Background: an optimization exercise with open tools, aiming at small area and a short achievable clock period. Do not read the settings as production practice.
Only simulation tests tie the RTL to the original design; equivalence was not proved.
No activity file was given, so power comes from the tool's default toggle rates.

==> inputs of v14 <==
Design rank_filter, start of the top module:
module rank_filter (
    input  wire        clk,
    input  wire        rst,         
    input  wire        in_valid,
    input  wire [19:0] in_i,
    input  wire [19:0] in_q,
    input  wire [2:0]  rank_hw,     
    input  wire [3:0]  rank_sel,    
    input  wire [1:0]  rank_mode,   
    input  wire [19:0] imp_th,      
    output reg         out_valid,
    output reg  [19:0] out_i,
    output reg  [19:0] out_q,
    output reg         out_imp,
    output reg  [15:0] imp_cnt
);
export LEC_CHECK = 0
export CAP_MARGIN = 20
export CORE_MARGIN = 2
export CORE_UTILIZATION = 25
export PLACE_DENSITY = 0.4
export SLEW_MARGIN = 20
create_clock -name core_clock -period 16.0 [get_ports {clk}]
run.sh (not shown) runs the stock make flow with config.mk's settings and CLKGATE_MAP_FILE= SYNTH_SCRIPT=/design/flow/synth_recipe.tcl, a recipe that flattens the netlist after the stock synthesis.
==> v30 (differences from v14) <==
==> flow/flow/run.sh (new file) <==
#!/bin/bash
# Own layout flow: the standard ORFS flow, with timing repair aimed at
# a shorter period than the clock's (the design meets the clock period by a
# wide margin, so the standard repair steps do nothing). The constraints are
# the design's; only the repair target differs. Each tool's full output
# goes to a log file of its own in this folder.
set -euo pipefail
MARGIN=$(cat flow/margin.txt)
bash standard.sh synth > synth.log 2>&1
bash standard.sh SETUP_SLACK_MARGIN=$MARGIN floorplan > floorplan.log 2>&1
bash standard.sh SETUP_SLACK_MARGIN=$MARGIN place > place.log 2>&1
bash standard.sh SETUP_SLACK_MARGIN=$MARGIN cts > cts.log 2>&1
bash standard.sh SETUP_SLACK_MARGIN=$MARGIN route > route.log 2>&1
bash standard.sh SETUP_SLACK_MARGIN=$MARGIN finish > finish.log 2>&1
==> flow/flow/margin.txt (new file) <==
11.55
==> flow/standard.sh (new file) <==
#!/bin/bash
# synth_recipe.tcl (not shown) runs the flow's synth.tcl, then flattens the netlist and writes it again
# the make line also repeats each setting of config.mk as NAME=value (left out here)
make -C /OpenROAD-flow-scripts/flow DESIGN_CONFIG=/design/flow/config.mk WORK_HOME=/design/flow/orfs CLKGATE_MAP_FILE= SYNTH_SCRIPT=/design/flow/synth_recipe.tcl "${@:-finish}"
- CORE_UTILIZATION: 25 -> 60
- PLACE_DENSITY: 0.4 -> 0.7
removed: flow/run.sh
==> v27 (differences from v14) <==
==> flow/design.v (replaced) <==
module rank_select (
    input  wire        clk,
    input  wire        rst,
    input  wire        step,       
    input  wire [19:0] n,          
    input  wire [14:0] vld,        
    input  wire [2:0]  hw,
    input  wire [3:0]  sel,
    output reg  [19:0] q,          
    output wire [19:0] x           
);
    localparam N = 15;
    function automatic le20(input [19:0] a, input [19:0] b);
        reg c, u, v;
        integer i;
        begin
            c = 1'b1;
            for (i = 0; i < 20; i = i + 1) begin
                u = (i == 19) ? ~b[i] : b[i];
                v = (i == 19) ? a[i] : ~a[i];
                c = (u & v) | (u & c) | (v & c);
            end
            le20 = c;
        end
    endfunction
    function automatic [1:0] fa(input a, input b, input c);
        fa = {(a & b) | (a & c) | (b & c), a ^ b ^ c};
    endfunction
    function automatic [3:0] count14(input [13:0] m);
        reg [1:0] f0, f1, f2, f3, f4, g0, g1, g2, g3, h0, h1, h2, h3, h4;
        begin
            f0 = fa(m[0],  m[1],  m[2]);
            f1 = fa(m[3],  m[4],  m[5]);
            f2 = fa(m[6],  m[7],  m[8]);
            f3 = fa(m[9],  m[10], m[11]);
            f4 = fa(m[12], m[13], 1'b0);
            g0 = fa(f0[0], f1[0], f2[0]);
            g1 = fa(f3[0], f4[0], 1'b0);
            g2 = fa(f0[1], f1[1], f2[1]);
            g3 = fa(f3[1], f4[1], 1'b0);
            h0 = fa(g0[0], g1[0], 1'b0);
            h1 = fa(g0[1], g1[1], g2[0]);
            h2 = fa(h1[0], g3[0], h0[1]);
            h3 = fa(g2[1], g3[1], h1[1]);
            h4 = fa(h3[0], h2[1], 1'b0);
            count14 = {h3[1] | h4[1], h4[0], h2[0], h0[0]};
        end
    endfunction
    function automatic [3:0] step4(input [3:0] r, input up, input dn);
        begin
            if (up & ~dn)
                step4 = r + 4'd1;
            else if (dn & ~up)
                step4 = r - 4'd1;
            else
                step4 = r;
        end
    endfunction
    reg  [19:0] win [0:N-1];
    reg  [3:0]  rk  [1:N-1];
    reg  [12:0] c0;     
    reg         c0x;    
    integer k;
    wire [13:0] le;
    wire [12:0] m;
    genvar g;
    generate
        for (g = 0; g < 14; g = g + 1) begin : g_cmp
            assign le[g] = vld[g] ? le20(win[g], n) : ~n[19];
        end
        for (g = 0; g < 13; g = g + 1) begin : g_mask
            assign m[g] = le[g] & (g < {hw, 1'b0} - 4'd1);
        end
    endgenerate
    wire mx = le[{hw, 1'b0} - 4'd1];
    wire [3:0] p0 = count14({1'b0, c0});
    wire [3:0] r [0:N-1];
    assign r[0] = p0 + {3'd0, c0x};
    generate
        for (g = 1; g < N; g = g + 1) begin : g_r
            assign r[g] = rk[g];
        end
    endgenerate
    reg  [3:0] rdel;
    always @* begin
        case (hw)
            3'd2:    rdel = rk[4];
            3'd3:    rdel = rk[6];
            3'd4:    rdel = rk[8];
            3'd5:    rdel = rk[10];
            3'd6:    rdel = rk[12];
            3'd7:    rdel = rk[14];
            default: rdel = rk[2];
        endcase
    end
    always @(posedge clk) begin
        if (step) begin
            win[0] <= n;
            for (k = 1; k < N; k = k + 1)
                win[k] <= win[k-1];
        end
        if (rst) begin
            c0  <= 13'd0;
            c0x <= 1'b0;
            for (k = 1; k < N; k = k + 1)
                rk[k] <= k[3:0];
        end else if (step) begin
            c0  <= m;
            c0x <= mx;
            rk[1] <= p0 + {3'd0, ~le[0]};
            for (k = 2; k < N; k = k + 1)
                rk[k] <= step4(rk[k-1], ~le[k-1], rk[k-1] > rdel);
        end
    end
    always @* begin
        q = 20'd0;
        for (k = 0; k < N; k = k + 1)
            if (k <= {hw, 1'b0} && r[k] == sel && vld[k])
                q = q | win[k];
    end
    assign x = win[hw];
endmodule
module rank_filter (
    input  wire        clk,
    input  wire        rst,         
    input  wire        in_valid,
    input  wire [19:0] in_i,
    input  wire [19:0] in_q,
    input  wire [2:0]  rank_hw,     
    input  wire [3:0]  rank_sel,    
    input  wire [1:0]  rank_mode,   
    input  wire [19:0] imp_th,      
    output reg         out_valid,
    output reg  [19:0] out_i,
    output reg  [19:0] out_q,
    output reg         out_imp,
    output reg  [15:0] imp_cnt
);
    reg [2:0]  hw;
    reg [3:0]  sel;
    reg [1:0]  mode;
    reg [19:0] th;
    always @(posedge clk) begin
        hw   <= rank_hw;
        sel  <= rank_sel;
        mode <= rank_mode;
        th   <= imp_th;
    end
    reg        pend, rst1;
    reg [19:0] n_i, n_q;
    always @(posedge clk) begin
        pend <= in_valid & ~rst;
        rst1 <= rst;
        n_i  <= in_i;
        n_q  <= in_q;
    end
    reg [14:0] vld;
    reg        rdy;
    always @(posedge clk) begin
        if (rst1)
            vld <= 15'd0;
        else if (pend)
            vld <= {vld[13:0], 1'b1};
        rdy <= pend & vld[hw - 3'd1] & ~rst;
    end
    wire [19:0] q_i, q_q, x_i, x_q;
    rank_select u_sel_i (.clk(clk), .rst(rst1), .step(pend), .n(n_i), .vld(vld),
                         .hw(hw), .sel(sel), .q(q_i), .x(x_i));
    rank_select u_sel_q (.clk(clk), .rst(rst1), .step(pend), .n(n_q), .vld(vld),
                         .hw(hw), .sel(sel), .q(q_q), .x(x_q));
    reg        v2;
    reg [19:0] x2_i, x2_q, q2_i, q2_q;
    always @(posedge clk) begin
        v2   <= rdy & ~rst;
        x2_i <= x_i;
        x2_q <= x_q;
        q2_i <= q_i;
        q2_q <= q_q;
    end
    function automatic big(input [19:0] x, input [19:0] q, input [19:0] t);
        reg [20:0] d;
        reg [19:0] e;
        reg        c;
        integer    i;
        begin
            d = {x[19], x} - {q[19], q};
            e = d[19:0] ^ {20{d[20]}};
            c = d[20];
            for (i = 0; i < 20; i = i + 1)
                c = (e[i] & ~t[i]) | (e[i] & c) | (~t[i] & c);
            big = c;
        end
    endfunction
    wire flag  = big(x2_i, q2_i, th) | big(x2_q, q2_q, th);
    wire use_q = (mode == 2'd1) || (mode == 2'd2 && flag);
    reg imp1;    
    always @(posedge clk) begin
        out_valid <= v2 & ~rst;
        out_imp   <= flag;
        imp1      <= flag;
        out_i     <= use_q ? q2_i : x2_i;
        out_q     <= use_q ? q2_q : x2_q;
    end
    always @(posedge clk) begin
        if (rst)
            imp_cnt <= 16'd0;
        else if (out_valid && imp1 && imp_cnt != 16'hFFFF)
            imp_cnt <= imp_cnt + 16'd1;
    end
endmodule
==> qor summary <==
item	v27	v30	v14
Clk cell area share	6.68%	6.07%	6.83%
Power drawn by the sequential cells	3000 µW	2870 µW	2890 µW
Total routed wirelength	240000 µm	186000 µm	208000 µm
Avg Synthesized Cell Area	9.95 µm²	10.5 µm²	10.5 µm²
CP bufs+invs	1	3	1
Worst setup path endpoint	u_sel_i.rk[7][1]	q2_q[6]	out_imp
Worst-path clk slew	0.06 ns	0.07 ns	0.06 ns
Result of the run	timing/DRC/antenna clean	timing/DRC/antenna clean	timing/DRC/antenna clean
Capture point of the worst reg-to-reg path	u_sel_i.rk[7][1]	q2_q[6]	out_q[16]
WP depth	15	16	1
Inverter count	353	367	367
Xor-xnor portion of the synthesized cell area	4.73%	4.08%	4.08%
Layout multi-input combinational cell count	3986	3414	3414
Post-Place Cells	8535	6075	7734
Nets	5983	5393	5382
Critical path class	flop to flop	flop to flop	flop to output port
Number of antenna violations at the first check in global routing	7	3	9

## afterwards: timing with drivers on the ports
In the flow no input, the clock included, has a driving cell. The finished layouts below were timed again as built, in two steps. Step 1 assumes that a clkbuf_16 drives the clock port and a buf_2 every other input. Step 2 also shifts input and output timing later by t, the mid clock arrival at the registers, as if the neighbouring blocks saw the same clock. a / b / c = ideal / step 1 / step 2; a / b = the first two.
run	t (ns)	setup WS [ns]	worst setup path after step 2	clock arrival spread, ns	slew at the worst register clock pin (ns)
v14	0.835	10.762 / 10.674 / 10.966	register to register	0.044 / 0.044	0.07 / 0.07
v30	0.782	11.477 / 11.477 / 11.477	register to register	0.041 / 0.041	0.07 / 0.07
v27	0.861	10.101 / 10.101 / 10.101	register to register	0.047 / 0.047	0.06 / 0.06
After both steps setup and hold are still met in every run listed.
